Source: an optimization exercise on an open RTL-to-GDS flow (aim: small area). Production flows keep margins and buffers that such runs may drop.
Only simulation tests tie the RTL to the original design; equivalence was not proved.

==> flow/design.v, too long to show whole: its modules and the start of the top module <==
// module mxfp4_block_dot: 804 lines
module mxfp4_block_dot (
    input  wire         clk,
    input  wire         rst,
    input  wire         in_valid,
    input  wire         in_first,
    input  wire         in_last,
    input  wire [127:0] in_a,       
    input  wire [127:0] in_b,
    input  wire [7:0]   in_sa,      
    input  wire [7:0]   in_sb,      
    output reg          out_valid,
    output wire [31:0]  out_d
);
  // ...
==> flow/flow/run.sh <==
#!/bin/bash
# Own layout flow: the standard layout (standard.sh, ORFS), with four
# changes:
#  - synthesis skips Yosys's generic "abc -fast" pre-mapping inside synth
#    (SYNTH_ARGS=-noabc), so extract_fa sees the design's full adders as
#    written;
#  - ABC's technology mapping runs flow/area.abc (&dch + &nf with area
#    recovery) instead of abc_area.script; flow/my_synth.tcl is the standard flow's
#    synth_recipe.tcl with only that change;
#  - port buffers are the smallest buffer cell (sky130_fd_sc_hd__buf_1)
#    instead of the one buffer_ports picks by default;
#  - clock tree synthesis builds the tree from clkbuf_4 cells (clkbuf_8 at
#    the root) instead of clkbuf_16, without dummy loads.
# Everything else (floorplan, power grid, taps, placement, CTS, routing) is
# the standard flow. Each step's full log is under orfs/logs/; make's own
# output goes to flow.log.
set -euo pipefail
here=$(pwd)
bash standard.sh "SYNTH_SCRIPT=$here/flow/my_synth.tcl" "SYNTH_ARGS=-noabc" \
    "BUFFER_PORTS_ARGS=-buffer_cell sky130_fd_sc_hd__buf_1" \
    "CTS_ARGS=-sink_clustering_enable -repair_clock_nets -dont_use_dummy_load -buf_list sky130_fd_sc_hd__clkbuf_4 -root_buf sky130_fd_sc_hd__clkbuf_8" \
    finish > flow.log 2>&1
==> flow/flow/area.abc <==
strash
&get -n
&dch
&nf -R 1000
&put
topo
==> flow/flow/my_synth.tcl <==
# The standard flow's synthesis script (synth_recipe.tcl, in the work folder) unchanged,
# except that ABC's technology mapping runs flow/area.abc in place of the
# flow's abc_area.script.
set my_flow_dir [file dirname [file normalize [info script]]]
set my_abc_script [file join $my_flow_dir area.abc]
proc abc {args} {
  set i [lsearch -exact $args -script]
  if { $i >= 0 } {
    lset args [expr { $i + 1 }] $::my_abc_script
  }
  yosys abc {*}$args
}
source [file join [file dirname $my_flow_dir] synth_recipe.tcl]
==> flow/standard.sh <==
#!/bin/bash
# synth_recipe.tcl (not shown) runs the flow's synth.tcl, then flattens the netlist and writes it again
# the make line also repeats each setting of config.mk as NAME=value (left out here)
make -C /OpenROAD-flow-scripts/flow DESIGN_CONFIG=/design/flow/config.mk WORK_HOME=/design/flow/orfs CLKGATE_MAP_FILE= SYNTH_SCRIPT=/design/flow/synth_recipe.tcl "${@:-finish}"
==> flow/config.mk <==
export PLATFORM = sky130hd
export DESIGN_NAME = mxfp4_block_dot
export DESIGN_NICKNAME = mxfp4_block_dot
export VERILOG_FILES = /design/flow/design.v
export SDC_FILE = /design/flow/constraint.sdc
export NUM_CORES = 4
export LEC_CHECK = 0
export ABC_AREA = 1
export CAP_MARGIN = 10
export CORE_MARGIN = 2
export CORE_UTILIZATION = 55
export SLEW_MARGIN = 10
==> flow/constraint.sdc <==
create_clock -name core_clock -period 35.0 [get_ports {clk}]
set_input_delay 7.0000 -clock core_clock [delete_from_list [all_inputs] [get_ports {clk}]]
set_output_delay 7.0000 -clock core_clock [all_outputs]
set_load 0.01 [all_outputs]
==> summary.md, run 1 <==
| Metric | Value |
|---|---|
| GRT Total Usage | 0.348 |
| Fraction of area in multi-input gates | 0.854 |
| Initial antenna violation count | 1 |
| Number of setup buffers added after CTS | 0 |
| Worst hold slack | ~0.45 ns |
| Worst Setup EP | acc[14] |
| Clock-cell share | 0.00496 |
| FFs & Latches | 60 |
| Critical path type | flip-flop to flip-flop |
| Hold-critical path depth | 1 |
| Outcome | no timing/DRC/antenna violations |
| Synth warnings | 1 |
| Max reg flops | 32 |
| Final Skew | 0.0200 ns |
| Multi-input logic cell count | approximately 2,800 |
| Most frequent cells in the layout | 618 x nand2_1, 326 x fa_1, 309 x buf_1 |
| Worst Hold Launch | s1_lastv |
| M1 WL | roughly 30,000 um |
| DR WL met3 | 4220 um |
| Share of layout cells above drive strength 1 | 0.0169 |
| Final setup violation count | 0 |
| Grt total ovfl | 0 |
| Crit path from | s1_first |
| Syn Area/Cell | 7.69 um2 |
| CP Data Arrival Time | between 30 and 40 ns |
| Post-synthesis compound-gate area fraction | 0.231 |
| Clock Tree Buf Depth | 2 |
| Dominant synthesized flop cell | dfxtp_1 |
| DP Wirelength | 66,800 um |
| Sink Count | 60 |
| Clk latency of the worst-skew pair | 0.36 ns |
| Pins Over Slew Limit | 0 |
==> module mxfp4_block_dot, before the edit <==
module mxfp4_block_dot (
    input  wire         clk,
    input  wire         rst,
    input  wire         in_valid,
    input  wire         in_first,
    input  wire         in_last,
    input  wire [127:0] in_a,       
    input  wire [127:0] in_b,
    input  wire [7:0]   in_sa,      
    input  wire [7:0]   in_sb,      
    output reg          out_valid,
    output wire [31:0]  out_d
);
    function [7:0] qsg;
        input [2:0] a;
        input [2:0] b;
        input       s;
        reg         na, nb, a0, a1, a2, b0, b1, b2, m0;
        reg   [4:0] sh;
        reg   [3:0] M;
        integer     c, k;
        begin
            na = a[2] | a[1];
            nb = b[2] | b[1];
            a0 = ~a[2];  a1 = a[2] & ~a[1];  a2 = a[2] & a[1];
            b0 = ~b[2];  b1 = b[2] & ~b[1];  b2 = b[2] & b[1];
            sh[0] = a0 & b0;
            sh[1] = (a0 & b1) | (a1 & b0);
            sh[2] = (a0 & b2) | (a1 & b1) | (a2 & b0);
            sh[3] = (a1 & b2) | (a2 & b1);
            sh[4] = a2 & b2;
            m0 = a[0] & b[0];
            M  = {na & nb & m0, na & nb & ~m0, (na & b[0]) ^ (a[0] & nb), m0} ^ {4{s}};
            for (c = 0; c < 8; c = c + 1) begin
                qsg[c] = 1'b0;
                for (k = 0; k < 5; k = k + 1)
                    if (c - k >= 0 && c - k <= 3)
                        qsg[c] = qsg[c] | (sh[k] & M[c - k]);
                    else
                        qsg[c] = qsg[c] | (sh[k] & s);
            end
        end
    endfunction
    function [32:0] rca;
        input [31:0] a;
        input [31:0] b;
        input        ci;
        reg          c;
        integer      j;
        begin
            c = ci;
            for (j = 0; j < 32; j = j + 1) begin
                rca[j] = a[j] ^ b[j] ^ c;
                c = (a[j] & b[j]) | (a[j] & c) | (b[j] & c);
            end
            rca[32] = c;
        end
    endfunction
    wire [31:0] sg;
    assign sg[0] = in_a[3] ^ in_b[3];
    wire [7:0] q0 = qsg(in_a[2:0], in_b[2:0], sg[0]);
    assign sg[1] = in_a[7] ^ in_b[7];
    wire [7:0] q1 = qsg(in_a[6:4], in_b[6:4], sg[1]);
    assign sg[2] = in_a[11] ^ in_b[11];
    wire [7:0] q2 = qsg(in_a[10:8], in_b[10:8], sg[2]);
    assign sg[3] = in_a[15] ^ in_b[15];
    wire [7:0] q3 = qsg(in_a[14:12], in_b[14:12], sg[3]);
    assign sg[4] = in_a[19] ^ in_b[19];
    wire [7:0] q4 = qsg(in_a[18:16], in_b[18:16], sg[4]);
    assign sg[5] = in_a[23] ^ in_b[23];
    wire [7:0] q5 = qsg(in_a[22:20], in_b[22:20], sg[5]);
    assign sg[6] = in_a[27] ^ in_b[27];
    wire [7:0] q6 = qsg(in_a[26:24], in_b[26:24], sg[6]);
    assign sg[7] = in_a[31] ^ in_b[31];
    wire [7:0] q7 = qsg(in_a[30:28], in_b[30:28], sg[7]);
    assign sg[8] = in_a[35] ^ in_b[35];
    wire [7:0] q8 = qsg(in_a[34:32], in_b[34:32], sg[8]);
    assign sg[9] = in_a[39] ^ in_b[39];
    wire [7:0] q9 = qsg(in_a[38:36], in_b[38:36], sg[9]);
    assign sg[10] = in_a[43] ^ in_b[43];
    wire [7:0] q10 = qsg(in_a[42:40], in_b[42:40], sg[10]);
    assign sg[11] = in_a[47] ^ in_b[47];
    wire [7:0] q11 = qsg(in_a[46:44], in_b[46:44], sg[11]);
    assign sg[12] = in_a[51] ^ in_b[51];
    wire [7:0] q12 = qsg(in_a[50:48], in_b[50:48], sg[12]);
    assign sg[13] = in_a[55] ^ in_b[55];
    wire [7:0] q13 = qsg(in_a[54:52], in_b[54:52], sg[13]);
    assign sg[14] = in_a[59] ^ in_b[59];
    wire [7:0] q14 = qsg(in_a[58:56], in_b[58:56], sg[14]);
    assign sg[15] = in_a[63] ^ in_b[63];
    wire [7:0] q15 = qsg(in_a[62:60], in_b[62:60], sg[15]);
    assign sg[16] = in_a[67] ^ in_b[67];
    wire [7:0] q16 = qsg(in_a[66:64], in_b[66:64], sg[16]);
    assign sg[17] = in_a[71] ^ in_b[71];
    wire [7:0] q17 = qsg(in_a[70:68], in_b[70:68], sg[17]);
    assign sg[18] = in_a[75] ^ in_b[75];
    wire [7:0] q18 = qsg(in_a[74:72], in_b[74:72], sg[18]);
    assign sg[19] = in_a[79] ^ in_b[79];
    wire [7:0] q19 = qsg(in_a[78:76], in_b[78:76], sg[19]);
    assign sg[20] = in_a[83] ^ in_b[83];
    wire [7:0] q20 = qsg(in_a[82:80], in_b[82:80], sg[20]);
    assign sg[21] = in_a[87] ^ in_b[87];
    wire [7:0] q21 = qsg(in_a[86:84], in_b[86:84], sg[21]);
    assign sg[22] = in_a[91] ^ in_b[91];
    wire [7:0] q22 = qsg(in_a[90:88], in_b[90:88], sg[22]);
    assign sg[23] = in_a[95] ^ in_b[95];
    wire [7:0] q23 = qsg(in_a[94:92], in_b[94:92], sg[23]);
    assign sg[24] = in_a[99] ^ in_b[99];
    wire [7:0] q24 = qsg(in_a[98:96], in_b[98:96], sg[24]);
    assign sg[25] = in_a[103] ^ in_b[103];
    wire [7:0] q25 = qsg(in_a[102:100], in_b[102:100], sg[25]);
    assign sg[26] = in_a[107] ^ in_b[107];
    wire [7:0] q26 = qsg(in_a[106:104], in_b[106:104], sg[26]);
    assign sg[27] = in_a[111] ^ in_b[111];
    wire [7:0] q27 = qsg(in_a[110:108], in_b[110:108], sg[27]);
    assign sg[28] = in_a[115] ^ in_b[115];
    wire [7:0] q28 = qsg(in_a[114:112], in_b[114:112], sg[28]);
    assign sg[29] = in_a[119] ^ in_b[119];
    wire [7:0] q29 = qsg(in_a[118:116], in_b[118:116], sg[29]);
    assign sg[30] = in_a[123] ^ in_b[123];
    wire [7:0] q30 = qsg(in_a[122:120], in_b[122:120], sg[30]);
    assign sg[31] = in_a[127] ^ in_b[127];
    wire [7:0] q31 = qsg(in_a[126:124], in_b[126:124], sg[31]);
    wire [13:0] blk_sum;
    wire ts1 = sg[0] ^ sg[1] ^ sg[2];
    wire tc2 = (sg[0] & sg[1]) | (sg[0] & sg[2]) | (sg[1] & sg[2]);
    wire ts3 = sg[3] ^ sg[4] ^ sg[5];
    wire tc4 = (sg[3] & sg[4]) | (sg[3] & sg[5]) | (sg[4] & sg[5]);
    wire ts5 = sg[6] ^ sg[7] ^ sg[8];
    wire tc6 = (sg[6] & sg[7]) | (sg[6] & sg[8]) | (sg[7] & sg[8]);
    wire ts7 = sg[9] ^ sg[10] ^ sg[11];
    wire tc8 = (sg[9] & sg[10]) | (sg[9] & sg[11]) | (sg[10] & sg[11]);
    wire ts9 = sg[12] ^ sg[13] ^ sg[14];
    wire tc10 = (sg[12] & sg[13]) | (sg[12] & sg[14]) | (sg[13] & sg[14]);
    wire ts11 = sg[15] ^ sg[16] ^ sg[17];
    wire tc12 = (sg[15] & sg[16]) | (sg[15] & sg[17]) | (sg[16] & sg[17]);
    wire ts13 = sg[18] ^ sg[19] ^ sg[20];
    wire tc14 = (sg[18] & sg[19]) | (sg[18] & sg[20]) | (sg[19] & sg[20]);
    wire ts15 = sg[21] ^ sg[22] ^ sg[23];
    wire tc16 = (sg[21] & sg[22]) | (sg[21] & sg[23]) | (sg[22] & sg[23]);
    wire ts17 = sg[24] ^ sg[25] ^ sg[26];
    wire tc18 = (sg[24] & sg[25]) | (sg[24] & sg[26]) | (sg[25] & sg[26]);
    wire ts19 = sg[27] ^ sg[28] ^ sg[29];
    wire tc20 = (sg[27] & sg[28]) | (sg[27] & sg[29]) | (sg[28] & sg[29]);
    wire ts21 = ts1 ^ ts3 ^ ts5;
    wire tc22 = (ts1 & ts3) | (ts1 & ts5) | (ts3 & ts5);
    wire ts23 = ts7 ^ ts9 ^ ts11;
    wire tc24 = (ts7 & ts9) | (ts7 & ts11) | (ts9 & ts11);
    wire ts25 = ts13 ^ ts15 ^ ts17;
    wire tc26 = (ts13 & ts15) | (ts13 & ts17) | (ts15 & ts17);
    wire ts27 = ts19 ^ sg[30] ^ sg[31];
    wire tc28 = (ts19 & sg[30]) | (ts19 & sg[31]) | (sg[30] & sg[31]);
    wire ts29 = tc2 ^ tc4 ^ tc6;
    wire tc30 = (tc2 & tc4) | (tc2 & tc6) | (tc4 & tc6);
    wire ts31 = tc8 ^ tc10 ^ tc12;
    wire tc32 = (tc8 & tc10) | (tc8 & tc12) | (tc10 & tc12);
    wire ts33 = tc14 ^ tc16 ^ tc18;
    wire tc34 = (tc14 & tc16) | (tc14 & tc18) | (tc16 & tc18);
    wire ts35 = ts21 ^ ts23 ^ ts25;
    wire tc36 = (ts21 & ts23) | (ts21 & ts25) | (ts23 & ts25);
    wire ts37 = tc22 ^ tc24 ^ tc26;
    wire tc38 = (tc22 & tc24) | (tc22 & tc26) | (tc24 & tc26);
    wire ts39 = tc28 ^ ts29 ^ ts31;
    wire tc40 = (tc28 & ts29) | (tc28 & ts31) | (ts29 & ts31);
    wire ts41 = tc30 ^ tc32 ^ tc34;
    wire tc42 = (tc30 & tc32) | (tc30 & tc34) | (tc32 & tc34);
    wire ts43 = tc36 ^ ts37 ^ ts39;
    wire tc44 = (tc36 & ts37) | (tc36 & ts39) | (ts37 & ts39);
    wire ts45 = tc38 ^ tc40 ^ ts41;
    wire tc46 = (tc38 & tc40) | (tc38 & ts41) | (tc40 & ts41);
    wire ts47 = ts43 ^ ts33 ^ tc20;
    wire tc48 = (ts43 & ts33) | (ts43 & tc20) | (ts33 & tc20);
    wire ts49 = tc48 ^ tc44 ^ ts45;
    wire tc50 = (tc48 & tc44) | (tc48 & ts45) | (tc44 & ts45);
    wire ts51 = tc50 ^ tc46 ^ tc42;
    wire tc52 = (tc50 & tc46) | (tc50 & tc42) | (tc46 & tc42);
    wire ts53 = ts35 ^ ts27;
    wire tc54 = ts35 & ts27;
    wire ts55 = ts47 ^ tc54;
    wire tc56 = ts47 & tc54;
    wire ts57 = ts49 ^ tc56;
    wire tc58 = ts49 & tc56;
    wire ts59 = ts51 ^ tc58;
    wire tc60 = ts51 & tc58;
    wire ts61 = tc52 ^ tc60;
    wire tc62 = tc52 & tc60;
    wire [5:0] nneg = {tc62, ts61, ts59, ts57, ts55, ts53};
    wire ts63 = q0[0] ^ q1[0] ^ q2[0];
    wire tc64 = (q0[0] & q1[0]) | (q0[0] & q2[0]) | (q1[0] & q2[0]);
    wire ts65 = q3[0] ^ q4[0] ^ q5[0];
    wire tc66 = (q3[0] & q4[0]) | (q3[0] & q5[0]) | (q4[0] & q5[0]);
    wire ts67 = q6[0] ^ q7[0] ^ q8[0];
    wire tc68 = (q6[0] & q7[0]) | (q6[0] & q8[0]) | (q7[0] & q8[0]);
    wire ts69 = q9[0] ^ q10[0] ^ q11[0];
    wire tc70 = (q9[0] & q10[0]) | (q9[0] & q11[0]) | (q10[0] & q11[0]);
    wire ts71 = q12[0] ^ q13[0] ^ q14[0];
    wire tc72 = (q12[0] & q13[0]) | (q12[0] & q14[0]) | (q13[0] & q14[0]);
    wire ts73 = q15[0] ^ q16[0] ^ q17[0];
    wire tc74 = (q15[0] & q16[0]) | (q15[0] & q17[0]) | (q16[0] & q17[0]);
    wire ts75 = q18[0] ^ q19[0] ^ q20[0];
    wire tc76 = (q18[0] & q19[0]) | (q18[0] & q20[0]) | (q19[0] & q20[0]);
    wire ts77 = q21[0] ^ q22[0] ^ q23[0];
    wire tc78 = (q21[0] & q22[0]) | (q21[0] & q23[0]) | (q22[0] & q23[0]);
    wire ts79 = q24[0] ^ q25[0] ^ q26[0];
    wire tc80 = (q24[0] & q25[0]) | (q24[0] & q26[0]) | (q25[0] & q26[0]);
    wire ts81 = q27[0] ^ q28[0] ^ q29[0];
    wire tc82 = (q27[0] & q28[0]) | (q27[0] & q29[0]) | (q28[0] & q29[0]);
    wire ts83 = q30[0] ^ q31[0] ^ nneg[0];
    wire tc84 = (q30[0] & q31[0]) | (q30[0] & nneg[0]) | (q31[0] & nneg[0]);
    wire ts85 = q0[1] ^ q1[1] ^ q2[1];
    wire tc86 = (q0[1] & q1[1]) | (q0[1] & q2[1]) | (q1[1] & q2[1]);
    wire ts87 = q3[1] ^ q4[1] ^ q5[1];
    wire tc88 = (q3[1] & q4[1]) | (q3[1] & q5[1]) | (q4[1] & q5[1]);
    wire ts89 = q6[1] ^ q7[1] ^ q8[1];
    wire tc90 = (q6[1] & q7[1]) | (q6[1] & q8[1]) | (q7[1] & q8[1]);
    wire ts91 = q9[1] ^ q10[1] ^ q11[1];
    wire tc92 = (q9[1] & q10[1]) | (q9[1] & q11[1]) | (q10[1] & q11[1]);
    wire ts93 = q12[1] ^ q13[1] ^ q14[1];
    wire tc94 = (q12[1] & q13[1]) | (q12[1] & q14[1]) | (q13[1] & q14[1]);
    wire ts95 = q15[1] ^ q16[1] ^ q17[1];
    wire tc96 = (q15[1] & q16[1]) | (q15[1] & q17[1]) | (q16[1] & q17[1]);
    wire ts97 = q18[1] ^ q19[1] ^ q20[1];
    wire tc98 = (q18[1] & q19[1]) | (q18[1] & q20[1]) | (q19[1] & q20[1]);
    wire ts99 = q21[1] ^ q22[1] ^ q23[1];
    wire tc100 = (q21[1] & q22[1]) | (q21[1] & q23[1]) | (q22[1] & q23[1]);
    wire ts101 = q24[1] ^ q25[1] ^ q26[1];
    wire tc102 = (q24[1] & q25[1]) | (q24[1] & q26[1]) | (q25[1] & q26[1]);
    wire ts103 = q27[1] ^ q28[1] ^ q29[1];
    wire tc104 = (q27[1] & q28[1]) | (q27[1] & q29[1]) | (q28[1] & q29[1]);
    wire ts105 = q30[1] ^ q31[1] ^ nneg[1];
    wire tc106 = (q30[1] & q31[1]) | (q30[1] & nneg[1]) | (q31[1] & nneg[1]);
    wire ts107 = q0[2] ^ q1[2] ^ q2[2];
    wire tc108 = (q0[2] & q1[2]) | (q0[2] & q2[2]) | (q1[2] & q2[2]);
    wire ts109 = q3[2] ^ q4[2] ^ q5[2];
    wire tc110 = (q3[2] & q4[2]) | (q3[2] & q5[2]) | (q4[2] & q5[2]);
    wire ts111 = q6[2] ^ q7[2] ^ q8[2];
    wire tc112 = (q6[2] & q7[2]) | (q6[2] & q8[2]) | (q7[2] & q8[2]);
    wire ts113 = q9[2] ^ q10[2] ^ q11[2];
    wire tc114 = (q9[2] & q10[2]) | (q9[2] & q11[2]) | (q10[2] & q11[2]);
    wire ts115 = q12[2] ^ q13[2] ^ q14[2];
    wire tc116 = (q12[2] & q13[2]) | (q12[2] & q14[2]) | (q13[2] & q14[2]);
    wire ts117 = q15[2] ^ q16[2] ^ q17[2];
    wire tc118 = (q15[2] & q16[2]) | (q15[2] & q17[2]) | (q16[2] & q17[2]);
    wire ts119 = q18[2] ^ q19[2] ^ q20[2];
    wire tc120 = (q18[2] & q19[2]) | (q18[2] & q20[2]) | (q19[2] & q20[2]);
    wire ts121 = q21[2] ^ q22[2] ^ q23[2];
    wire tc122 = (q21[2] & q22[2]) | (q21[2] & q23[2]) | (q22[2] & q23[2]);
    wire ts123 = q24[2] ^ q25[2] ^ q26[2];
    wire tc124 = (q24[2] & q25[2]) | (q24[2] & q26[2]) | (q25[2] & q26[2]);
    wire ts125 = q27[2] ^ q28[2] ^ q29[2];
    wire tc126 = (q27[2] & q28[2]) | (q27[2] & q29[2]) | (q28[2] & q29[2]);
    wire ts127 = q30[2] ^ q31[2] ^ nneg[2];
    wire tc128 = (q30[2] & q31[2]) | (q30[2] & nneg[2]) | (q31[2] & nneg[2]);
    wire ts129 = q0[3] ^ q1[3] ^ q2[3];
    wire tc130 = (q0[3] & q1[3]) | (q0[3] & q2[3]) | (q1[3] & q2[3]);
    wire ts131 = q3[3] ^ q4[3] ^ q5[3];
    wire tc132 = (q3[3] & q4[3]) | (q3[3] & q5[3]) | (q4[3] & q5[3]);
    wire ts133 = q6[3] ^ q7[3] ^ q8[3];
    wire tc134 = (q6[3] & q7[3]) | (q6[3] & q8[3]) | (q7[3] & q8[3]);
    wire ts135 = q9[3] ^ q10[3] ^ q11[3];
    wire tc136 = (q9[3] & q10[3]) | (q9[3] & q11[3]) | (q10[3] & q11[3]);
    wire ts137 = q12[3] ^ q13[3] ^ q14[3];
    wire tc138 = (q12[3] & q13[3]) | (q12[3] & q14[3]) | (q13[3] & q14[3]);
    wire ts139 = q15[3] ^ q16[3] ^ q17[3];
    wire tc140 = (q15[3] & q16[3]) | (q15[3] & q17[3]) | (q16[3] & q17[3]);
    wire ts141 = q18[3] ^ q19[3] ^ q20[3];
    wire tc142 = (q18[3] & q19[3]) | (q18[3] & q20[3]) | (q19[3] & q20[3]);
    wire ts143 = q21[3] ^ q22[3] ^ q23[3];
    wire tc144 = (q21[3] & q22[3]) | (q21[3] & q23[3]) | (q22[3] & q23[3]);
    wire ts145 = q24[3] ^ q25[3] ^ q26[3];
    wire tc146 = (q24[3] & q25[3]) | (q24[3] & q26[3]) | (q25[3] & q26[3]);
    wire ts147 = q27[3] ^ q28[3] ^ q29[3];
    wire tc148 = (q27[3] & q28[3]) | (q27[3] & q29[3]) | (q28[3] & q29[3]);
    wire ts149 = q30[3] ^ q31[3] ^ nneg[3];
    wire tc150 = (q30[3] & q31[3]) | (q30[3] & nneg[3]) | (q31[3] & nneg[3]);
    wire ts151 = q0[4] ^ q1[4] ^ q2[4];
    wire tc152 = (q0[4] & q1[4]) | (q0[4] & q2[4]) | (q1[4] & q2[4]);
    wire ts153 = q3[4] ^ q4[4] ^ q5[4];
    wire tc154 = (q3[4] & q4[4]) | (q3[4] & q5[4]) | (q4[4] & q5[4]);
    wire ts155 = q6[4] ^ q7[4] ^ q8[4];
    wire tc156 = (q6[4] & q7[4]) | (q6[4] & q8[4]) | (q7[4] & q8[4]);
    wire ts157 = q9[4] ^ q10[4] ^ q11[4];
    wire tc158 = (q9[4] & q10[4]) | (q9[4] & q11[4]) | (q10[4] & q11[4]);
    wire ts159 = q12[4] ^ q13[4] ^ q14[4];
    wire tc160 = (q12[4] & q13[4]) | (q12[4] & q14[4]) | (q13[4] & q14[4]);
    wire ts161 = q15[4] ^ q16[4] ^ q17[4];
    wire tc162 = (q15[4] & q16[4]) | (q15[4] & q17[4]) | (q16[4] & q17[4]);
    wire ts163 = q18[4] ^ q19[4] ^ q20[4];
    wire tc164 = (q18[4] & q19[4]) | (q18[4] & q20[4]) | (q19[4] & q20[4]);
    wire ts165 = q21[4] ^ q22[4] ^ q23[4];
    wire tc166 = (q21[4] & q22[4]) | (q21[4] & q23[4]) | (q22[4] & q23[4]);
    wire ts167 = q24[4] ^ q25[4] ^ q26[4];
    wire tc168 = (q24[4] & q25[4]) | (q24[4] & q26[4]) | (q25[4] & q26[4]);
    wire ts169 = q27[4] ^ q28[4] ^ q29[4];
    wire tc170 = (q27[4] & q28[4]) | (q27[4] & q29[4]) | (q28[4] & q29[4]);
    wire ts171 = q30[4] ^ q31[4] ^ nneg[4];
    wire tc172 = (q30[4] & q31[4]) | (q30[4] & nneg[4]) | (q31[4] & nneg[4]);
    wire ts173 = q0[5] ^ q1[5] ^ q2[5];
    wire tc174 = (q0[5] & q1[5]) | (q0[5] & q2[5]) | (q1[5] & q2[5]);
    wire ts175 = q3[5] ^ q4[5] ^ q5[5];
    wire tc176 = (q3[5] & q4[5]) | (q3[5] & q5[5]) | (q4[5] & q5[5]);
    wire ts177 = q6[5] ^ q7[5] ^ q8[5];
    wire tc178 = (q6[5] & q7[5]) | (q6[5] & q8[5]) | (q7[5] & q8[5]);
    wire ts179 = q9[5] ^ q10[5] ^ q11[5];
    wire tc180 = (q9[5] & q10[5]) | (q9[5] & q11[5]) | (q10[5] & q11[5]);
    wire ts181 = q12[5] ^ q13[5] ^ q14[5];
    wire tc182 = (q12[5] & q13[5]) | (q12[5] & q14[5]) | (q13[5] & q14[5]);
    wire ts183 = q15[5] ^ q16[5] ^ q17[5];
    wire tc184 = (q15[5] & q16[5]) | (q15[5] & q17[5]) | (q16[5] & q17[5]);
    wire ts185 = q18[5] ^ q19[5] ^ q20[5];
    wire tc186 = (q18[5] & q19[5]) | (q18[5] & q20[5]) | (q19[5] & q20[5]);
    wire ts187 = q21[5] ^ q22[5] ^ q23[5];
    wire tc188 = (q21[5] & q22[5]) | (q21[5] & q23[5]) | (q22[5] & q23[5]);
    wire ts189 = q24[5] ^ q25[5] ^ q26[5];
    wire tc190 = (q24[5] & q25[5]) | (q24[5] & q26[5]) | (q25[5] & q26[5]);
    wire ts191 = q27[5] ^ q28[5] ^ q29[5];
    wire tc192 = (q27[5] & q28[5]) | (q27[5] & q29[5]) | (q28[5] & q29[5]);
    wire ts193 = q30[5] ^ q31[5] ^ nneg[5];
    wire tc194 = (q30[5] & q31[5]) | (q30[5] & nneg[5]) | (q31[5] & nneg[5]);
    wire ts195 = q0[6] ^ q1[6] ^ q2[6];
    wire tc196 = (q0[6] & q1[6]) | (q0[6] & q2[6]) | (q1[6] & q2[6]);
    wire ts197 = q3[6] ^ q4[6] ^ q5[6];
    wire tc198 = (q3[6] & q4[6]) | (q3[6] & q5[6]) | (q4[6] & q5[6]);
    wire ts199 = q6[6] ^ q7[6] ^ q8[6];
    wire tc200 = (q6[6] & q7[6]) | (q6[6] & q8[6]) | (q7[6] & q8[6]);
    wire ts201 = q9[6] ^ q10[6] ^ q11[6];
    wire tc202 = (q9[6] & q10[6]) | (q9[6] & q11[6]) | (q10[6] & q11[6]);
    wire ts203 = q12[6] ^ q13[6] ^ q14[6];
    wire tc204 = (q12[6] & q13[6]) | (q12[6] & q14[6]) | (q13[6] & q14[6]);
    wire ts205 = q15[6] ^ q16[6] ^ q17[6];
    wire tc206 = (q15[6] & q16[6]) | (q15[6] & q17[6]) | (q16[6] & q17[6]);
    wire ts207 = q18[6] ^ q19[6] ^ q20[6];
    wire tc208 = (q18[6] & q19[6]) | (q18[6] & q20[6]) | (q19[6] & q20[6]);
    wire ts209 = q21[6] ^ q22[6] ^ q23[6];
    wire tc210 = (q21[6] & q22[6]) | (q21[6] & q23[6]) | (q22[6] & q23[6]);
    wire ts211 = q24[6] ^ q25[6] ^ q26[6];
    wire tc212 = (q24[6] & q25[6]) | (q24[6] & q26[6]) | (q25[6] & q26[6]);
    wire ts213 = q27[6] ^ q28[6] ^ q29[6];
    wire tc214 = (q27[6] & q28[6]) | (q27[6] & q29[6]) | (q28[6] & q29[6]);
    wire ts215 = q0[7] ^ q1[7] ^ q2[7];
    wire tc216 = (q0[7] & q1[7]) | (q0[7] & q2[7]) | (q1[7] & q2[7]);
    wire ts217 = q3[7] ^ q4[7] ^ q5[7];
    wire tc218 = (q3[7] & q4[7]) | (q3[7] & q5[7]) | (q4[7] & q5[7]);
    wire ts219 = q6[7] ^ q7[7] ^ q8[7];
    wire tc220 = (q6[7] & q7[7]) | (q6[7] & q8[7]) | (q7[7] & q8[7]);
    wire ts221 = q9[7] ^ q10[7] ^ q11[7];
    wire tc222 = (q9[7] & q10[7]) | (q9[7] & q11[7]) | (q10[7] & q11[7]);
    wire ts223 = q12[7] ^ q13[7] ^ q14[7];
    wire tc224 = (q12[7] & q13[7]) | (q12[7] & q14[7]) | (q13[7] & q14[7]);
    wire ts225 = q15[7] ^ q16[7] ^ q17[7];
    wire tc226 = (q15[7] & q16[7]) | (q15[7] & q17[7]) | (q16[7] & q17[7]);
    wire ts227 = q18[7] ^ q19[7] ^ q20[7];
    wire tc228 = (q18[7] & q19[7]) | (q18[7] & q20[7]) | (q19[7] & q20[7]);
    wire ts229 = q21[7] ^ q22[7] ^ q23[7];
    wire tc230 = (q21[7] & q22[7]) | (q21[7] & q23[7]) | (q22[7] & q23[7]);
    wire ts231 = q24[7] ^ q25[7] ^ q26[7];
    wire tc232 = (q24[7] & q25[7]) | (q24[7] & q26[7]) | (q25[7] & q26[7]);
    wire ts233 = q27[7] ^ q28[7] ^ q29[7];
    wire tc234 = (q27[7] & q28[7]) | (q27[7] & q29[7]) | (q28[7] & q29[7]);
    wire ts235 = ts63 ^ ts65 ^ ts67;
    wire tc236 = (ts63 & ts65) | (ts63 & ts67) | (ts65 & ts67);
    wire ts237 = ts69 ^ ts71 ^ ts73;
    wire tc238 = (ts69 & ts71) | (ts69 & ts73) | (ts71 & ts73);
    wire ts239 = ts75 ^ ts77 ^ ts79;
    wire tc240 = (ts75 & ts77) | (ts75 & ts79) | (ts77 & ts79);
    wire ts241 = tc64 ^ tc66 ^ tc68;
    wire tc242 = (tc64 & tc66) | (tc64 & tc68) | (tc66 & tc68);
    wire ts243 = tc70 ^ tc72 ^ tc74;
    wire tc244 = (tc70 & tc72) | (tc70 & tc74) | (tc72 & tc74);
    wire ts245 = tc76 ^ tc78 ^ tc80;
    wire tc246 = (tc76 & tc78) | (tc76 & tc80) | (tc78 & tc80);
    wire ts247 = tc82 ^ tc84 ^ ts85;
    wire tc248 = (tc82 & tc84) | (tc82 & ts85) | (tc84 & ts85);
    wire ts249 = ts87 ^ ts89 ^ ts91;
    wire tc250 = (ts87 & ts89) | (ts87 & ts91) | (ts89 & ts91);
    wire ts251 = ts93 ^ ts95 ^ ts97;
    wire tc252 = (ts93 & ts95) | (ts93 & ts97) | (ts95 & ts97);
    wire ts253 = ts99 ^ ts101 ^ ts103;
    wire tc254 = (ts99 & ts101) | (ts99 & ts103) | (ts101 & ts103);
    wire ts255 = tc86 ^ tc88 ^ tc90;
    wire tc256 = (tc86 & tc88) | (tc86 & tc90) | (tc88 & tc90);
    wire ts257 = tc92 ^ tc94 ^ tc96;
    wire tc258 = (tc92 & tc94) | (tc92 & tc96) | (tc94 & tc96);
    wire ts259 = tc98 ^ tc100 ^ tc102;
    wire tc260 = (tc98 & tc100) | (tc98 & tc102) | (tc100 & tc102);
    wire ts261 = tc104 ^ tc106 ^ ts107;
    wire tc262 = (tc104 & tc106) | (tc104 & ts107) | (tc106 & ts107);
    wire ts263 = ts109 ^ ts111 ^ ts113;
    wire tc264 = (ts109 & ts111) | (ts109 & ts113) | (ts111 & ts113);
    wire ts265 = ts115 ^ ts117 ^ ts119;
    wire tc266 = (ts115 & ts117) | (ts115 & ts119) | (ts117 & ts119);
    wire ts267 = ts121 ^ ts123 ^ ts125;
    wire tc268 = (ts121 & ts123) | (ts121 & ts125) | (ts123 & ts125);
    wire ts269 = tc108 ^ tc110 ^ tc112;
    wire tc270 = (tc108 & tc110) | (tc108 & tc112) | (tc110 & tc112);
    wire ts271 = tc114 ^ tc116 ^ tc118;
    wire tc272 = (tc114 & tc116) | (tc114 & tc118) | (tc116 & tc118);
    wire ts273 = tc120 ^ tc122 ^ tc124;
    wire tc274 = (tc120 & tc122) | (tc120 & tc124) | (tc122 & tc124);
    wire ts275 = tc126 ^ tc128 ^ ts129;
    wire tc276 = (tc126 & tc128) | (tc126 & ts129) | (tc128 & ts129);
    wire ts277 = ts131 ^ ts133 ^ ts135;
    wire tc278 = (ts131 & ts133) | (ts131 & ts135) | (ts133 & ts135);
    wire ts279 = ts137 ^ ts139 ^ ts141;
    wire tc280 = (ts137 & ts139) | (ts137 & ts141) | (ts139 & ts141);
    wire ts281 = ts143 ^ ts145 ^ ts147;
    wire tc282 = (ts143 & ts145) | (ts143 & ts147) | (ts145 & ts147);
    wire ts283 = tc130 ^ tc132 ^ tc134;
    wire tc284 = (tc130 & tc132) | (tc130 & tc134) | (tc132 & tc134);
    wire ts285 = tc136 ^ tc138 ^ tc140;
    wire tc286 = (tc136 & tc138) | (tc136 & tc140) | (tc138 & tc140);
    wire ts287 = tc142 ^ tc144 ^ tc146;
    wire tc288 = (tc142 & tc144) | (tc142 & tc146) | (tc144 & tc146);
    wire ts289 = tc148 ^ tc150 ^ ts151;
    wire tc290 = (tc148 & tc150) | (tc148 & ts151) | (tc150 & ts151);
    wire ts291 = ts153 ^ ts155 ^ ts157;
    wire tc292 = (ts153 & ts155) | (ts153 & ts157) | (ts155 & ts157);
    wire ts293 = ts159 ^ ts161 ^ ts163;
    wire tc294 = (ts159 & ts161) | (ts159 & ts163) | (ts161 & ts163);
    wire ts295 = ts165 ^ ts167 ^ ts169;
    wire tc296 = (ts165 & ts167) | (ts165 & ts169) | (ts167 & ts169);
    wire ts297 = tc152 ^ tc154 ^ tc156;
    wire tc298 = (tc152 & tc154) | (tc152 & tc156) | (tc154 & tc156);
    wire ts299 = tc158 ^ tc160 ^ tc162;
    wire tc300 = (tc158 & tc160) | (tc158 & tc162) | (tc160 & tc162);
    wire ts301 = tc164 ^ tc166 ^ tc168;
    wire tc302 = (tc164 & tc166) | (tc164 & tc168) | (tc166 & tc168);
    wire ts303 = tc170 ^ tc172 ^ ts173;
    wire tc304 = (tc170 & tc172) | (tc170 & ts173) | (tc172 & ts173);
    wire ts305 = ts175 ^ ts177 ^ ts179;
    wire tc306 = (ts175 & ts177) | (ts175 & ts179) | (ts177 & ts179);
    wire ts307 = ts181 ^ ts183 ^ ts185;
    wire tc308 = (ts181 & ts183) | (ts181 & ts185) | (ts183 & ts185);
    wire ts309 = ts187 ^ ts189 ^ ts191;
    wire tc310 = (ts187 & ts189) | (ts187 & ts191) | (ts189 & ts191);
    wire ts311 = tc174 ^ tc176 ^ tc178;
    wire tc312 = (tc174 & tc176) | (tc174 & tc178) | (tc176 & tc178);
    wire ts313 = tc180 ^ tc182 ^ tc184;
    wire tc314 = (tc180 & tc182) | (tc180 & tc184) | (tc182 & tc184);
    wire ts315 = tc186 ^ tc188 ^ tc190;
    wire tc316 = (tc186 & tc188) | (tc186 & tc190) | (tc188 & tc190);
    wire ts317 = tc192 ^ tc194 ^ ts195;
    wire tc318 = (tc192 & tc194) | (tc192 & ts195) | (tc194 & ts195);
    wire ts319 = ts197 ^ ts199 ^ ts201;
    wire tc320 = (ts197 & ts199) | (ts197 & ts201) | (ts199 & ts201);
    wire ts321 = ts203 ^ ts205 ^ ts207;
    wire tc322 = (ts203 & ts205) | (ts203 & ts207) | (ts205 & ts207);
    wire ts323 = ts209 ^ ts211 ^ ts213;
    wire tc324 = (ts209 & ts211) | (ts209 & ts213) | (ts211 & ts213);
    wire ts325 = tc196 ^ tc198 ^ tc200;
    wire tc326 = (tc196 & tc198) | (tc196 & tc200) | (tc198 & tc200);
    wire ts327 = tc202 ^ tc204 ^ tc206;
    wire tc328 = (tc202 & tc204) | (tc202 & tc206) | (tc204 & tc206);
    wire ts329 = tc208 ^ tc210 ^ tc212;
    wire tc330 = (tc208 & tc210) | (tc208 & tc212) | (tc210 & tc212);
    wire ts331 = tc214 ^ ts215 ^ ts217;
    wire tc332 = (tc214 & ts215) | (tc214 & ts217) | (ts215 & ts217);
    wire ts333 = ts219 ^ ts221 ^ ts223;
    wire tc334 = (ts219 & ts221) | (ts219 & ts223) | (ts221 & ts223);
    wire ts335 = ts225 ^ ts227 ^ ts229;
    wire tc336 = (ts225 & ts227) | (ts225 & ts229) | (ts227 & ts229);
    wire ts337 = ts231 ^ ts233 ^ q30[7];
    wire tc338 = (ts231 & ts233) | (ts231 & q30[7]) | (ts233 & q30[7]);
    wire ts339 = tc216 ^ tc218 ^ tc220;
    wire tc340 = (tc216 & tc218) | (tc216 & tc220) | (tc218 & tc220);
    wire ts341 = tc222 ^ tc224 ^ tc226;
    wire tc342 = (tc222 & tc224) | (tc222 & tc226) | (tc224 & tc226);
    wire ts343 = tc228 ^ tc230 ^ tc232;
    wire tc344 = (tc228 & tc230) | (tc228 & tc232) | (tc230 & tc232);
    wire ts345 = tc234 ^ ~nneg[0] ^ 1'b1;
    wire tc346 = (tc234 & ~nneg[0]) | (tc234 & 1'b1) | (~nneg[0] & 1'b1);
    wire ts347 = ts235 ^ ts237 ^ ts239;
    wire tc348 = (ts235 & ts237) | (ts235 & ts239) | (ts237 & ts239);
    wire ts349 = tc236 ^ tc238 ^ tc240;
    wire tc350 = (tc236 & tc238) | (tc236 & tc240) | (tc238 & tc240);
    wire ts351 = ts241 ^ ts243 ^ ts245;
    wire tc352 = (ts241 & ts243) | (ts241 & ts245) | (ts243 & ts245);
    wire ts353 = ts247 ^ ts249 ^ ts251;
    wire tc354 = (ts247 & ts249) | (ts247 & ts251) | (ts249 & ts251);
    wire ts355 = tc242 ^ tc244 ^ tc246;
    wire tc356 = (tc242 & tc244) | (tc242 & tc246) | (tc244 & tc246);
    wire ts357 = tc248 ^ tc250 ^ tc252;
    wire tc358 = (tc248 & tc250) | (tc248 & tc252) | (tc250 & tc252);
    wire ts359 = tc254 ^ ts255 ^ ts257;
    wire tc360 = (tc254 & ts255) | (tc254 & ts257) | (ts255 & ts257);
    wire ts361 = ts259 ^ ts261 ^ ts263;
    wire tc362 = (ts259 & ts261) | (ts259 & ts263) | (ts261 & ts263);
    wire ts363 = ts265 ^ ts267 ^ ts127;
    wire tc364 = (ts265 & ts267) | (ts265 & ts127) | (ts267 & ts127);
    wire ts365 = tc256 ^ tc258 ^ tc260;
    wire tc366 = (tc256 & tc258) | (tc256 & tc260) | (tc258 & tc260);
    wire ts367 = tc262 ^ tc264 ^ tc266;
    wire tc368 = (tc262 & tc264) | (tc262 & tc266) | (tc264 & tc266);
    wire ts369 = tc268 ^ ts269 ^ ts271;
    wire tc370 = (tc268 & ts269) | (tc268 & ts271) | (ts269 & ts271);
    wire ts371 = ts273 ^ ts275 ^ ts277;
    wire tc372 = (ts273 & ts275) | (ts273 & ts277) | (ts275 & ts277);
    wire ts373 = ts279 ^ ts281 ^ ts149;
    wire tc374 = (ts279 & ts281) | (ts279 & ts149) | (ts281 & ts149);
    wire ts375 = tc270 ^ tc272 ^ tc274;
    wire tc376 = (tc270 & tc272) | (tc270 & tc274) | (tc272 & tc274);
    wire ts377 = tc276 ^ tc278 ^ tc280;
    wire tc378 = (tc276 & tc278) | (tc276 & tc280) | (tc278 & tc280);
    wire ts379 = tc282 ^ ts283 ^ ts285;
    wire tc380 = (tc282 & ts283) | (tc282 & ts285) | (ts283 & ts285);
    wire ts381 = ts287 ^ ts289 ^ ts291;
    wire tc382 = (ts287 & ts289) | (ts287 & ts291) | (ts289 & ts291);
    wire ts383 = ts293 ^ ts295 ^ ts171;
    wire tc384 = (ts293 & ts295) | (ts293 & ts171) | (ts295 & ts171);
    wire ts385 = tc284 ^ tc286 ^ tc288;
    wire tc386 = (tc284 & tc286) | (tc284 & tc288) | (tc286 & tc288);
    wire ts387 = tc290 ^ tc292 ^ tc294;
    wire tc388 = (tc290 & tc292) | (tc290 & tc294) | (tc292 & tc294);
    wire ts389 = tc296 ^ ts297 ^ ts299;
    wire tc390 = (tc296 & ts297) | (tc296 & ts299) | (ts297 & ts299);
    wire ts391 = ts301 ^ ts303 ^ ts305;
    wire tc392 = (ts301 & ts303) | (ts301 & ts305) | (ts303 & ts305);
    wire ts393 = ts307 ^ ts309 ^ ts193;
    wire tc394 = (ts307 & ts309) | (ts307 & ts193) | (ts309 & ts193);
    wire ts395 = tc298 ^ tc300 ^ tc302;
    wire tc396 = (tc298 & tc300) | (tc298 & tc302) | (tc300 & tc302);
    wire ts397 = tc304 ^ tc306 ^ tc308;
    wire tc398 = (tc304 & tc306) | (tc304 & tc308) | (tc306 & tc308);
    wire ts399 = tc310 ^ ts311 ^ ts313;
    wire tc400 = (tc310 & ts311) | (tc310 & ts313) | (ts311 & ts313);
    wire ts401 = ts315 ^ ts317 ^ ts319;
    wire tc402 = (ts315 & ts317) | (ts315 & ts319) | (ts317 & ts319);
    wire ts403 = ts321 ^ ts323 ^ q30[6];
    wire tc404 = (ts321 & ts323) | (ts321 & q30[6]) | (ts323 & q30[6]);
    wire ts405 = tc312 ^ tc314 ^ tc316;
    wire tc406 = (tc312 & tc314) | (tc312 & tc316) | (tc314 & tc316);
    wire ts407 = tc318 ^ tc320 ^ tc322;
    wire tc408 = (tc318 & tc320) | (tc318 & tc322) | (tc320 & tc322);
    wire ts409 = tc324 ^ ts325 ^ ts327;
    wire tc410 = (tc324 & ts325) | (tc324 & ts327) | (ts325 & ts327);
    wire ts411 = ts329 ^ ts331 ^ ts333;
    wire tc412 = (ts329 & ts331) | (ts329 & ts333) | (ts331 & ts333);
    wire ts413 = ts335 ^ ts337 ^ q31[7];
    wire tc414 = (ts335 & ts337) | (ts335 & q31[7]) | (ts337 & q31[7]);
    wire ts415 = tc326 ^ tc328 ^ tc330;
    wire tc416 = (tc326 & tc328) | (tc326 & tc330) | (tc328 & tc330);
    wire ts417 = tc332 ^ tc334 ^ tc336;
    wire tc418 = (tc332 & tc334) | (tc332 & tc336) | (tc334 & tc336);
    wire ts419 = tc338 ^ ts339 ^ ts341;
    wire tc420 = (tc338 & ts339) | (tc338 & ts341) | (ts339 & ts341);
    wire ts421 = tc340 ^ tc342 ^ tc344;
    wire tc422 = (tc340 & tc342) | (tc340 & tc344) | (tc342 & tc344);
    wire ts423 = ts347 ^ ts81 ^ ts83;
    wire tc424 = (ts347 & ts81) | (ts347 & ts83) | (ts81 & ts83);
    wire ts425 = tc348 ^ ts349 ^ ts351;
    wire tc426 = (tc348 & ts349) | (tc348 & ts351) | (ts349 & ts351);
    wire ts427 = ts353 ^ ts253 ^ ts105;
    wire tc428 = (ts353 & ts253) | (ts353 & ts105) | (ts253 & ts105);
    wire ts429 = tc350 ^ tc352 ^ tc354;
    wire tc430 = (tc350 & tc352) | (tc350 & tc354) | (tc352 & tc354);
    wire ts431 = ts355 ^ ts357 ^ ts359;
    wire tc432 = (ts355 & ts357) | (ts355 & ts359) | (ts357 & ts359);
    wire ts433 = tc356 ^ tc358 ^ tc360;
    wire tc434 = (tc356 & tc358) | (tc356 & tc360) | (tc358 & tc360);
    wire ts435 = tc362 ^ tc364 ^ ts365;
    wire tc436 = (tc362 & tc364) | (tc362 & ts365) | (tc364 & ts365);
    wire ts437 = ts367 ^ ts369 ^ ts371;
    wire tc438 = (ts367 & ts369) | (ts367 & ts371) | (ts369 & ts371);
    wire ts439 = tc366 ^ tc368 ^ tc370;
    wire tc440 = (tc366 & tc368) | (tc366 & tc370) | (tc368 & tc370);
    wire ts441 = tc372 ^ tc374 ^ ts375;
    wire tc442 = (tc372 & tc374) | (tc372 & ts375) | (tc374 & ts375);
    wire ts443 = ts377 ^ ts379 ^ ts381;
    wire tc444 = (ts377 & ts379) | (ts377 & ts381) | (ts379 & ts381);
    wire ts445 = tc376 ^ tc378 ^ tc380;
    wire tc446 = (tc376 & tc378) | (tc376 & tc380) | (tc378 & tc380);
    wire ts447 = tc382 ^ tc384 ^ ts385;
    wire tc448 = (tc382 & tc384) | (tc382 & ts385) | (tc384 & ts385);
    wire ts449 = ts387 ^ ts389 ^ ts391;
    wire tc450 = (ts387 & ts389) | (ts387 & ts391) | (ts389 & ts391);
    wire ts451 = tc386 ^ tc388 ^ tc390;
    wire tc452 = (tc386 & tc388) | (tc386 & tc390) | (tc388 & tc390);
    wire ts453 = tc392 ^ tc394 ^ ts395;
    wire tc454 = (tc392 & tc394) | (tc392 & ts395) | (tc394 & ts395);
    wire ts455 = ts397 ^ ts399 ^ ts401;
    wire tc456 = (ts397 & ts399) | (ts397 & ts401) | (ts399 & ts401);
    wire ts457 = tc396 ^ tc398 ^ tc400;
    wire tc458 = (tc396 & tc398) | (tc396 & tc400) | (tc398 & tc400);
    wire ts459 = tc402 ^ tc404 ^ ts405;
    wire tc460 = (tc402 & tc404) | (tc402 & ts405) | (tc404 & ts405);
    wire ts461 = ts407 ^ ts409 ^ ts411;
    wire tc462 = (ts407 & ts409) | (ts407 & ts411) | (ts409 & ts411);
    wire ts463 = tc406 ^ tc408 ^ tc410;
    wire tc464 = (tc406 & tc408) | (tc406 & tc410) | (tc408 & tc410);
    wire ts465 = tc412 ^ tc414 ^ ts415;
    wire tc466 = (tc412 & tc414) | (tc412 & ts415) | (tc414 & ts415);
    wire ts467 = ts417 ^ ts419 ^ ts343;
    wire tc468 = (ts417 & ts419) | (ts417 & ts343) | (ts419 & ts343);
    wire ts469 = tc416 ^ tc418 ^ tc420;
    wire tc470 = (tc416 & tc418) | (tc416 & tc420) | (tc418 & tc420);
    wire ts471 = ts421 ^ tc346 ^ ~nneg[1];
    wire tc472 = (ts421 & tc346) | (ts421 & ~nneg[1]) | (tc346 & ~nneg[1]);
    wire ts473 = tc424 ^ ts425 ^ ts427;
    wire tc474 = (tc424 & ts425) | (tc424 & ts427) | (ts425 & ts427);
    wire ts475 = tc426 ^ tc428 ^ ts429;
    wire tc476 = (tc426 & tc428) | (tc426 & ts429) | (tc428 & ts429);
    wire ts477 = ts431 ^ ts361 ^ ts363;
    wire tc478 = (ts431 & ts361) | (ts431 & ts363) | (ts361 & ts363);
    wire ts479 = tc430 ^ tc432 ^ ts433;
    wire tc480 = (tc430 & tc432) | (tc430 & ts433) | (tc432 & ts433);
    wire ts481 = ts435 ^ ts437 ^ ts373;
    wire tc482 = (ts435 & ts437) | (ts435 & ts373) | (ts437 & ts373);
    wire ts483 = tc434 ^ tc436 ^ tc438;
    wire tc484 = (tc434 & tc436) | (tc434 & tc438) | (tc436 & tc438);
    wire ts485 = ts439 ^ ts441 ^ ts443;
    wire tc486 = (ts439 & ts441) | (ts439 & ts443) | (ts441 & ts443);
    wire ts487 = tc440 ^ tc442 ^ tc444;
    wire tc488 = (tc440 & tc442) | (tc440 & tc444) | (tc442 & tc444);
    wire ts489 = ts445 ^ ts447 ^ ts449;
    wire tc490 = (ts445 & ts447) | (ts445 & ts449) | (ts447 & ts449);
    wire ts491 = tc446 ^ tc448 ^ tc450;
    wire tc492 = (tc446 & tc448) | (tc446 & tc450) | (tc448 & tc450);
    wire ts493 = ts451 ^ ts453 ^ ts455;
    wire tc494 = (ts451 & ts453) | (ts451 & ts455) | (ts453 & ts455);
    wire ts495 = tc452 ^ tc454 ^ tc456;
    wire tc496 = (tc452 & tc454) | (tc452 & tc456) | (tc454 & tc456);
    wire ts497 = ts457 ^ ts459 ^ ts461;
    wire tc498 = (ts457 & ts459) | (ts457 & ts461) | (ts459 & ts461);
    wire ts499 = tc458 ^ tc460 ^ tc462;
    wire tc500 = (tc458 & tc460) | (tc458 & tc462) | (tc460 & tc462);
    wire ts501 = ts463 ^ ts465 ^ ts467;
    wire tc502 = (ts463 & ts465) | (ts463 & ts467) | (ts465 & ts467);
    wire ts503 = tc464 ^ tc466 ^ tc468;
    wire tc504 = (tc464 & tc466) | (tc464 & tc468) | (tc466 & tc468);
    wire ts505 = tc470 ^ tc472 ^ tc422;
    wire tc506 = (tc470 & tc472) | (tc470 & tc422) | (tc472 & tc422);
    wire ts507 = tc474 ^ ts475 ^ ts477;
    wire tc508 = (tc474 & ts475) | (tc474 & ts477) | (ts475 & ts477);
    wire ts509 = tc476 ^ tc478 ^ ts479;
    wire tc510 = (tc476 & tc478) | (tc476 & ts479) | (tc478 & ts479);
    wire ts511 = tc480 ^ tc482 ^ ts483;
    wire tc512 = (tc480 & tc482) | (tc480 & ts483) | (tc482 & ts483);
    wire ts513 = tc484 ^ tc486 ^ ts487;
    wire tc514 = (tc484 & tc486) | (tc484 & ts487) | (tc486 & ts487);
    wire ts515 = tc488 ^ tc490 ^ ts491;
    wire tc516 = (tc488 & tc490) | (tc488 & ts491) | (tc490 & ts491);
    wire ts517 = ts493 ^ ts403 ^ q31[6];
    wire tc518 = (ts493 & ts403) | (ts493 & q31[6]) | (ts403 & q31[6]);
    wire ts519 = tc492 ^ tc494 ^ ts495;
    wire tc520 = (tc492 & tc494) | (tc492 & ts495) | (tc494 & ts495);
    wire ts521 = tc496 ^ tc498 ^ ts499;
    wire tc522 = (tc496 & tc498) | (tc496 & ts499) | (tc498 & ts499);
    wire ts523 = tc500 ^ tc502 ^ ts503;
    wire tc524 = (tc500 & tc502) | (tc500 & ts503) | (tc502 & ts503);
    wire ts525 = tc504 ^ ts505 ^ ~nneg[2];
    wire tc526 = (tc504 & ts505) | (tc504 & ~nneg[2]) | (ts505 & ~nneg[2]);
    wire ts527 = tc508 ^ ts509 ^ ts481;
    wire tc528 = (tc508 & ts509) | (tc508 & ts481) | (ts509 & ts481);
    wire ts529 = tc510 ^ ts511 ^ ts485;
    wire tc530 = (tc510 & ts511) | (tc510 & ts485) | (ts511 & ts485);
    wire ts531 = tc512 ^ ts513 ^ ts489;
    wire tc532 = (tc512 & ts513) | (tc512 & ts489) | (ts513 & ts489);
    wire ts533 = tc514 ^ ts515 ^ ts517;
    wire tc534 = (tc514 & ts515) | (tc514 & ts517) | (ts515 & ts517);
    wire ts535 = tc516 ^ tc518 ^ ts519;
    wire tc536 = (tc516 & tc518) | (tc516 & ts519) | (tc518 & ts519);
    wire ts537 = tc520 ^ ts521 ^ ts501;
    wire tc538 = (tc520 & ts521) | (tc520 & ts501) | (ts521 & ts501);
    wire ts539 = tc522 ^ ts523 ^ ts469;
    wire tc540 = (tc522 & ts523) | (tc522 & ts469) | (ts523 & ts469);
    wire ts541 = tc526 ^ tc506 ^ ~nneg[3];
    wire tc542 = (tc526 & tc506) | (tc526 & ~nneg[3]) | (tc506 & ~nneg[3]);
    wire ts543 = tc528 ^ ts529 ^ ts383;
    wire tc544 = (tc528 & ts529) | (tc528 & ts383) | (ts529 & ts383);
    wire ts545 = tc530 ^ ts531 ^ ts393;
    wire tc546 = (tc530 & ts531) | (tc530 & ts393) | (ts531 & ts393);
    wire ts547 = tc534 ^ ts535 ^ ts497;
    wire tc548 = (tc534 & ts535) | (tc534 & ts497) | (ts535 & ts497);
    wire ts549 = tc536 ^ ts537 ^ ts345;
    wire tc550 = (tc536 & ts537) | (tc536 & ts345) | (ts537 & ts345);
    wire ts551 = tc538 ^ ts539 ^ ts471;
    wire tc552 = (tc538 & ts539) | (tc538 & ts471) | (ts539 & ts471);
    wire ts553 = tc540 ^ tc524 ^ ts525;
    wire tc554 = (tc540 & tc524) | (tc540 & ts525) | (tc524 & ts525);
    wire ts555 = tc546 ^ tc532 ^ ts533;
    wire tc556 = (tc546 & tc532) | (tc546 & ts533) | (tc532 & ts533);
    wire ts557 = tc556 ^ ts547 ^ ts413;
    wire tc558 = (tc556 & ts547) | (tc556 & ts413) | (ts547 & ts413);
    wire ts559 = tc558 ^ tc548 ^ ts549;
    wire tc560 = (tc558 & tc548) | (tc558 & ts549) | (tc548 & ts549);
    wire ts561 = tc560 ^ tc550 ^ ts551;
    wire tc562 = (tc560 & tc550) | (tc560 & ts551) | (tc550 & ts551);
    wire ts563 = tc562 ^ tc552 ^ ts553;
    wire tc564 = (tc562 & tc552) | (tc562 & ts553) | (tc552 & ts553);
    wire ts565 = tc564 ^ tc554 ^ ts541;
    wire tc566 = (tc564 & tc554) | (tc564 & ts541) | (tc554 & ts541);
    wire ts567 = tc566 ^ tc542 ^ ~nneg[4];
    wire tc568 = (tc566 & tc542) | (tc566 & ~nneg[4]) | (tc542 & ~nneg[4]);
    wire ts569 = tc544 ^ ts545;
    wire tc570 = tc544 & ts545;
    wire ts571 = ts555 ^ tc570;
    wire tc572 = ts555 & tc570;
    wire ts573 = ts557 ^ tc572;
    wire tc574 = ts557 & tc572;
    wire ts575 = ts559 ^ tc574;
    wire tc576 = ts559 & tc574;
    wire ts577 = ts561 ^ tc576;
    wire tc578 = ts561 & tc576;
    wire ts579 = ts563 ^ tc578;
    wire tc580 = ts563 & tc578;
    wire ts581 = ts565 ^ tc580;
    wire tc582 = ts565 & tc580;
    wire ts583 = ts567 ^ tc582;
    wire tc584 = ts567 & tc582;
    wire ts585 = tc568 ^ ~nneg[5] ^ tc584;
    assign blk_sum = {ts585, ts583, ts581, ts579, ts577, ts575, ts573, ts571, ts569, ts543, ts527, ts507, ts473, ts423};
    integer i;
    wire        sB0   = blk_sum[13];
    wire        zB0   = ~|blk_sum;
    wire [32:0] mbu_r = rca({19'd0, blk_sum[12:0] ^ {13{sB0}}}, 32'd0, sB0);
    wire [12:0] MBu   = mbu_r[12:0];
    reg  [3:0]  lzb;
    always @(*) begin
        lzb = 4'd13;
        for (i = 0; i < 13; i = i + 1)
            if (MBu[i]) lzb = 4'd12 - i[3:0];
    end
    wire [12:0] MBn0  = MBu << lzb;
    wire [32:0] es_r  = rca({24'd0, in_sa}, {24'd0, in_sb}, 1'b0);
    wire [32:0] tl_r  = rca({23'd0, es_r[8:0]}, {28'hFFFFFFF, ~lzb}, 1'b1);
    wire [32:0] tb_r  = rca(tl_r[31:0], {22'h3FFFFF, 10'h38B}, 1'b0);
    reg         s1_first, s1_lastv, s1_nan, sB, zeroB;
    reg  [11:0] MBf;
    reg  [9:0]  tb;
    always @(posedge clk) begin
        s1_first <= in_valid & in_first;
        s1_lastv <= in_valid & in_last & ~rst;
        s1_nan   <= in_valid & ((&in_sa) | (&in_sb));
        sB       <= sB0;
        zeroB    <= zB0 | ~in_valid;
        MBf      <= MBn0[11:0] & {12{in_valid}};
        tb       <= tb_r[9:0];
    end
    wire [12:0] MBn = {~zeroB, MBf};
    reg  [31:0] acc;
    wire [31:0] a_op  = s1_first ? 32'd0 : acc;
    wire        sA    = a_op[31];
    wire [7:0]  ea    = a_op[30:23];
    wire        a_nrm = |ea;
    wire        a_inf = &ea;
    wire [23:0] MA    = {a_nrm, a_op[22:0]};
    wire [7:0]  ta    = {ea[7:1], ea[0] | ~a_nrm};    
    wire        a_nan = &a_op[30:22];
    wire [32:0] d_r  = rca({24'd0, ta}, {{22{~tb[9]}}, ~tb}, 1'b0);
    wire [10:0] D    = d_r[10:0];
    wire        Dneg = D[10];
    wire        eq   = &D;
    wire [32:0] c_r  = rca({19'd0, MBn}, {19'd0, ~MA[23:11]}, 1'b0);
    wire        bgt  = c_r[13];                           
    wire        bigA = ~Dneg | (eq & ~bgt) | zeroB | a_inf;
    wire [10:0] shx  = D ^ {11{Dneg}};
    wire [4:0]  sh   = shx[4:0] | {5{a_inf | (|shx[10:5])}};
    wire [23:0] big  = bigA ? MA : {MBn, 11'd0};
    wire [26:0] sm0  = ~bigA ? {MA, 3'd0} : Dneg ? {MBn, 14'd0} : {1'b0, MBn, 13'd0};
    wire [26:0] sm1 = sh[0] ? {1'd0,  sm0[26:2],  |sm0[1:0]}  : sm0;
    wire [26:0] sm2 = sh[1] ? {2'd0,  sm1[26:3],  |sm1[2:0]}  : sm1;
    wire [26:0] sm3 = sh[2] ? {4'd0,  sm2[26:5],  |sm2[4:0]}  : sm2;
    wire [26:0] sm4 = sh[3] ? {8'd0,  sm3[26:9],  |sm3[8:0]}  : sm3;
    wire [26:0] sal = sh[4] ? {16'd0, sm4[26:17], |sm4[16:0]} : sm4;
    wire        sub  = sA ^ sB;
    wire        sbig = bigA ? sA : sB;
    wire [32:0] r_r  = rca({5'd0, big, 3'd0}, {4'd0, {1'b0, sal} ^ {28{sub}}}, sub);
    wire        neg  = sub & r_r[27];
    wire [27:0] V    = r_r[27:0] ^ {28{neg}};
    reg  [4:0]  L0;
    always @(*) begin
        L0 = 5'd28;
        for (i = 0; i < 28; i = i + 1)
            if (V[i]) L0 = 5'd27 - i[4:0];
    end
    wire        zeroV = ~|V;
    wire [9:0]  tbig  = bigA ? {2'd0, ta} : tb;
    wire [32:0] l_r   = rca({22'd0, tbig}, {27'h7FFFFFF, ~L0}, 1'b0);
    wire        clamp = l_r[10] | zeroV;                  
    wire [4:0]  Lp    = clamp ? tbig[4:0] : L0;
    wire [27:0] N     = V << Lp;
    wire        inc_pos = N[3] & (N[2] | N[1] | N[0] | N[4]);
    wire        n21     = N[2] & N[1];
    wire        inc_neg = (N[3] & n21) | ((N[3] ^ n21) & (~n21 | N[4]));
    wire        inc     = neg ? inc_neg : inc_pos;
    wire [32:0] m_r     = rca({8'd0, N[27:4]}, 32'd0, inc);
    wire [24:0] mant    = m_r[24:0];
    wire [32:0] x_r     = rca({22'd0, l_r[9:0] & {10{~clamp}}}, {30'd0, mant[24:23]}, ~clamp);
    wire [9:0]  ex      = x_r[9:0];
    wire        ovf     = (|ex[9:8]) | (&ex[7:0]);
    wire        nanf  = s1_nan | a_nan;
    wire        frc   = ovf | a_inf | nanf;
    wire        zres  = ~|mant;
    wire        sgn   = (a_inf ? sA : (sbig ^ neg) & ~zres) & ~nanf;
    wire [31:0] res   = frc ? {sgn, 8'hFF, nanf, 22'd0} : {sgn, ex[7:0], mant[22:0]};
    always @(posedge clk) begin
        if (rst)
            out_valid <= 1'b0;
        else
            out_valid <= s1_lastv;
        acc <= res;
    end
    assign out_d = acc;
endmodule
==> inputs of run 2 (changes only) <==
--- a/flow/design.v
+++ b/flow/design.v
@@ -777,5 +777,6 @@
     wire [9:0]  tbig  = bigA ? {2'd0, ta} : tb;
     wire [32:0] l_r   = rca({22'd0, tbig}, {27'h7FFFFFF, ~L0}, 1'b0);
-    wire        clamp = l_r[10] | zeroV;                  
+    wire [32:0] k_r   = rca({27'd0, L0}, {27'h7FFFFFF, ~tbig[4:0]}, 1'b1);
+    wire        clamp = (~|tbig[9:5] & ~k_r[5]) | zeroV;    
     wire [4:0]  Lp    = clamp ? tbig[4:0] : L0;
     wire [27:0] N     = V << Lp;
@@ -786,5 +787,6 @@
     wire [32:0] m_r     = rca({8'd0, N[27:4]}, 32'd0, inc);
     wire [24:0] mant    = m_r[24:0];
-    wire [32:0] x_r     = rca({22'd0, l_r[9:0] & {10{~clamp}}}, {30'd0, mant[24:23]}, ~clamp);
+    wire        c23     = inc & (&N[26:4]);
+    wire [32:0] x_r     = rca({22'd0, l_r[9:0] & {10{~clamp}}}, {30'd0, N[27] & c23, N[27] ^ c23}, ~clamp);
     wire [9:0]  ex      = x_r[9:0];
     wire        ovf     = (|ex[9:8]) | (&ex[7:0]);
==> run 2 against run 1 <==
Register-to-register slack better by 1.8 ns. Non-clock buffer count down 5. Largest cell class unchanged. Cell count up 1.0%. Final area about the same. Hold slack better by 0.0024 ns.
==> summary.md, run 2 <==
| Metric | Value |
|---|---|
| Initial DRT Pass Iterations | 12 (unchanged) |
| Post-synth ARST share | 0 (unchanged) |
| Crit-path max cell delay | 0.82 ns (was 0.52 ns) |
| Top reg by flops | acc (unchanged) |
| Fmax | 32.0 MHz (was 30.3 MHz) |
| Share of layout cells above drive strength 1 | 0.0141 (was 0.0169) |
| GP Congestion | 1.05 (was 1.04) |
| CTS resizes | 0 (unchanged) |
| I/O Buffers | 309 (unchanged) |
| Critical path type | flip-flop to flip-flop (unchanged) |
| Initial antenna violation count | 3 (was 1) |
| Final Skew | 0.0241 ns (was 0.0200 ns) |
| Clock Tree Buf Depth | 2 (unchanged) |
| Worst Hold Launch | s1_lastv (unchanged) |
| CTS Hold Bufs | 0 (unchanged) |
| Full die area | 43,100 um2 (was 42,900 um2) |
| Outcome | no timing/DRC/antenna violations (unchanged) |
| Syn Area/Cell | 7.61 um2 (was 7.69 um2) |
| CP Data Arrival Time | 31.43 ns (was 33.28 ns) |
| Max reg flops | 32 (unchanged) |
| DRT iter0 DRCs | 3,020 (was 2,540) |
| Number of setup buffers added after CTS | 0 (unchanged) |
| Row count | 74 (unchanged) |
| Simple-gate share of the synthesized area | 0.259 (about the same) |
| Hold-critical path depth | 1 (unchanged) |
| TritonCTS clock tree | yes (unchanged) |
| Via count | 24,800 (was 24,300) |
| Clk latency of the worst-skew pair | 0.35 ns (was 0.36 ns) |
| Avg WL per Cell | 20.5 um (was 20.0 um) |
| Critical path peak fanout | 72 (was 35) |
| Worst hold slack | 0.452 ns (was 0.450 ns) |
| Dominant synthesized flop cell | dfxtp_1 (unchanged) |
| Pins Over Slew Limit | 0 (unchanged) |
| Most frequent cells in the layout | 650 x nand2_1, 326 x fa_1, 309 x buf_1 (was 618 x nand2_1, 326 x fa_1, 309 x buf_1) |
| Commonest cells post-synth | 650 x nand2_1, 326 x fa_1, 283 x nor2_1, 272 x o21ai_0, 207 x nand3_1 (was 621 x nand2_1, 326 x fa_1, 281 x o21ai_0, 263 x nor2_1, 208 x nand3_1) |
| GRT Total Usage | 0.356 (was 0.348) |
| DRC viols | 0 (unchanged) |
| DP Wirelength | 68,200 um (was 66,800 um) |
| WHS Endpoint | out_valid (unchanged) |
| Startpoint Class | flip-flop (unchanged) |
| Synth warnings | 1 (unchanged) |
| Final setup violation count | 0 (unchanged) |
| Post-synthesis compound-gate area fraction | 0.232 (was 0.231) |
| Sink Count | 60 (unchanged) |
| Grt total ovfl | 0 (unchanged) |
| Top-count cell post-synth | nand2_1 (unchanged) |
| Die H | 208 um (was 207 um) |
[run 2: cell types whose count changed after synthesis, sizes merged, moves of 13 or more]
cell,previous run,this run
nor3,15,28
nand2,621,650
nand2b,125,82
a21oi,124,138
nor2,263,283
[run 2: stage by stage]
step	area, um2	std cells	util
after floorplan	22800	2997	-
after global placement	24900	3865	0.609
after detailed placement	24900	3865	0.609
after CTS	25000	3874	0.612
after global routing	25000	3876	0.612
final	25000	3876	0.612
[run 2: area by class of cell]
cell class                      count  area (um2)  share of cell area
Inverter                           73         274              0.0110
Tap cell                          532         666              0.0266
Multi-Input combinational cell   2864       21400               0.855
Timing Repair Buffer              336        1360              0.0545
Antenna cell                        2        5.00            0.000200
Clock buffer                        9         124             0.00496
Sequential cell                    60        1200              0.0481
[run 2: worst max path at each step]
| stage | start | endpoint | cells after the start |
|---|---|---|---|
| global placement | s1_first | acc[31] | 126 |
| detailed placement | s1_first | acc[31] | 126 |
| floorplan | s1_first | acc[31] | 118 |
| finish | s1_first | acc[31] | 126 |
| CTS | s1_first | acc[31] | 126 |
| global route | s1_first | acc[31] | 126 |
[run 2: worst max-delay path: cells and delay by family, from the launching register on]
kind / cells / cell delay, ns
AO/OA/AOI/OAI: 33 / 5.31
adder cells (fa/ha/maj): 64 / 19.54
XOR/XNOR: 1 / 0.36
buffers and inverters: 8 / 2.51
AND/OR/NAND/NOR: 19 / 2.66
multiplexers: 1 / 0.29
flip-flops: 1 / 0.35
[run 2: kinds of logic (layout without fill, tap and decap cells)]
| group | after synthesis | after routing |
|---|---|---|
| xor+xnor | 187 | 187 |
| flops | 60 | 60 |
| buf+inv | 73 | 418 |
| mux | 74 | 74 |
| compound gates | 820 | 820 |
| fa+ha+maj | 422 | 422 |
| simple gates | 1361 | 1361 |
| other cells | 0 | 2 |
[run 2: per-layer routing]
| layer | global-route usage | vias to the layer above | wire (um) |
|---|---|---|---|
| li1 | - | 11600 | - |
| met1 | 0.439 | 11700 | 30500 |
| met2 | 0.621 | 1272 | 39000 |
| met3 | 0.0277 | 229 | 4980 |
| met4 | 0.190 | 2 | 4800 |
| met5 | 0 | - | 13 |

[port drivers added, routing unchanged]
No port has a modelled driver above. Below, the same layouts with a new extraction and two added sets of constraints.
Step 1 assumes that a clkbuf_16 drives the clock port and a buf_2 every other input.
Step 2 times the ports against the registers' clock, not the clock port: input delays grow and output delays shrink by t, the midpoint of the rising clock arrivals with the driver on.
a / b / c = ideal / step 1 / step 2; a / b = the first two.
run	t, ns	slack for setup (ns)
run 1	0.401	2.010 / 2.010 / 2.010
run 2	0.376	3.793 / 3.793 / 3.793
After both steps every run listed still meets setup and hold.
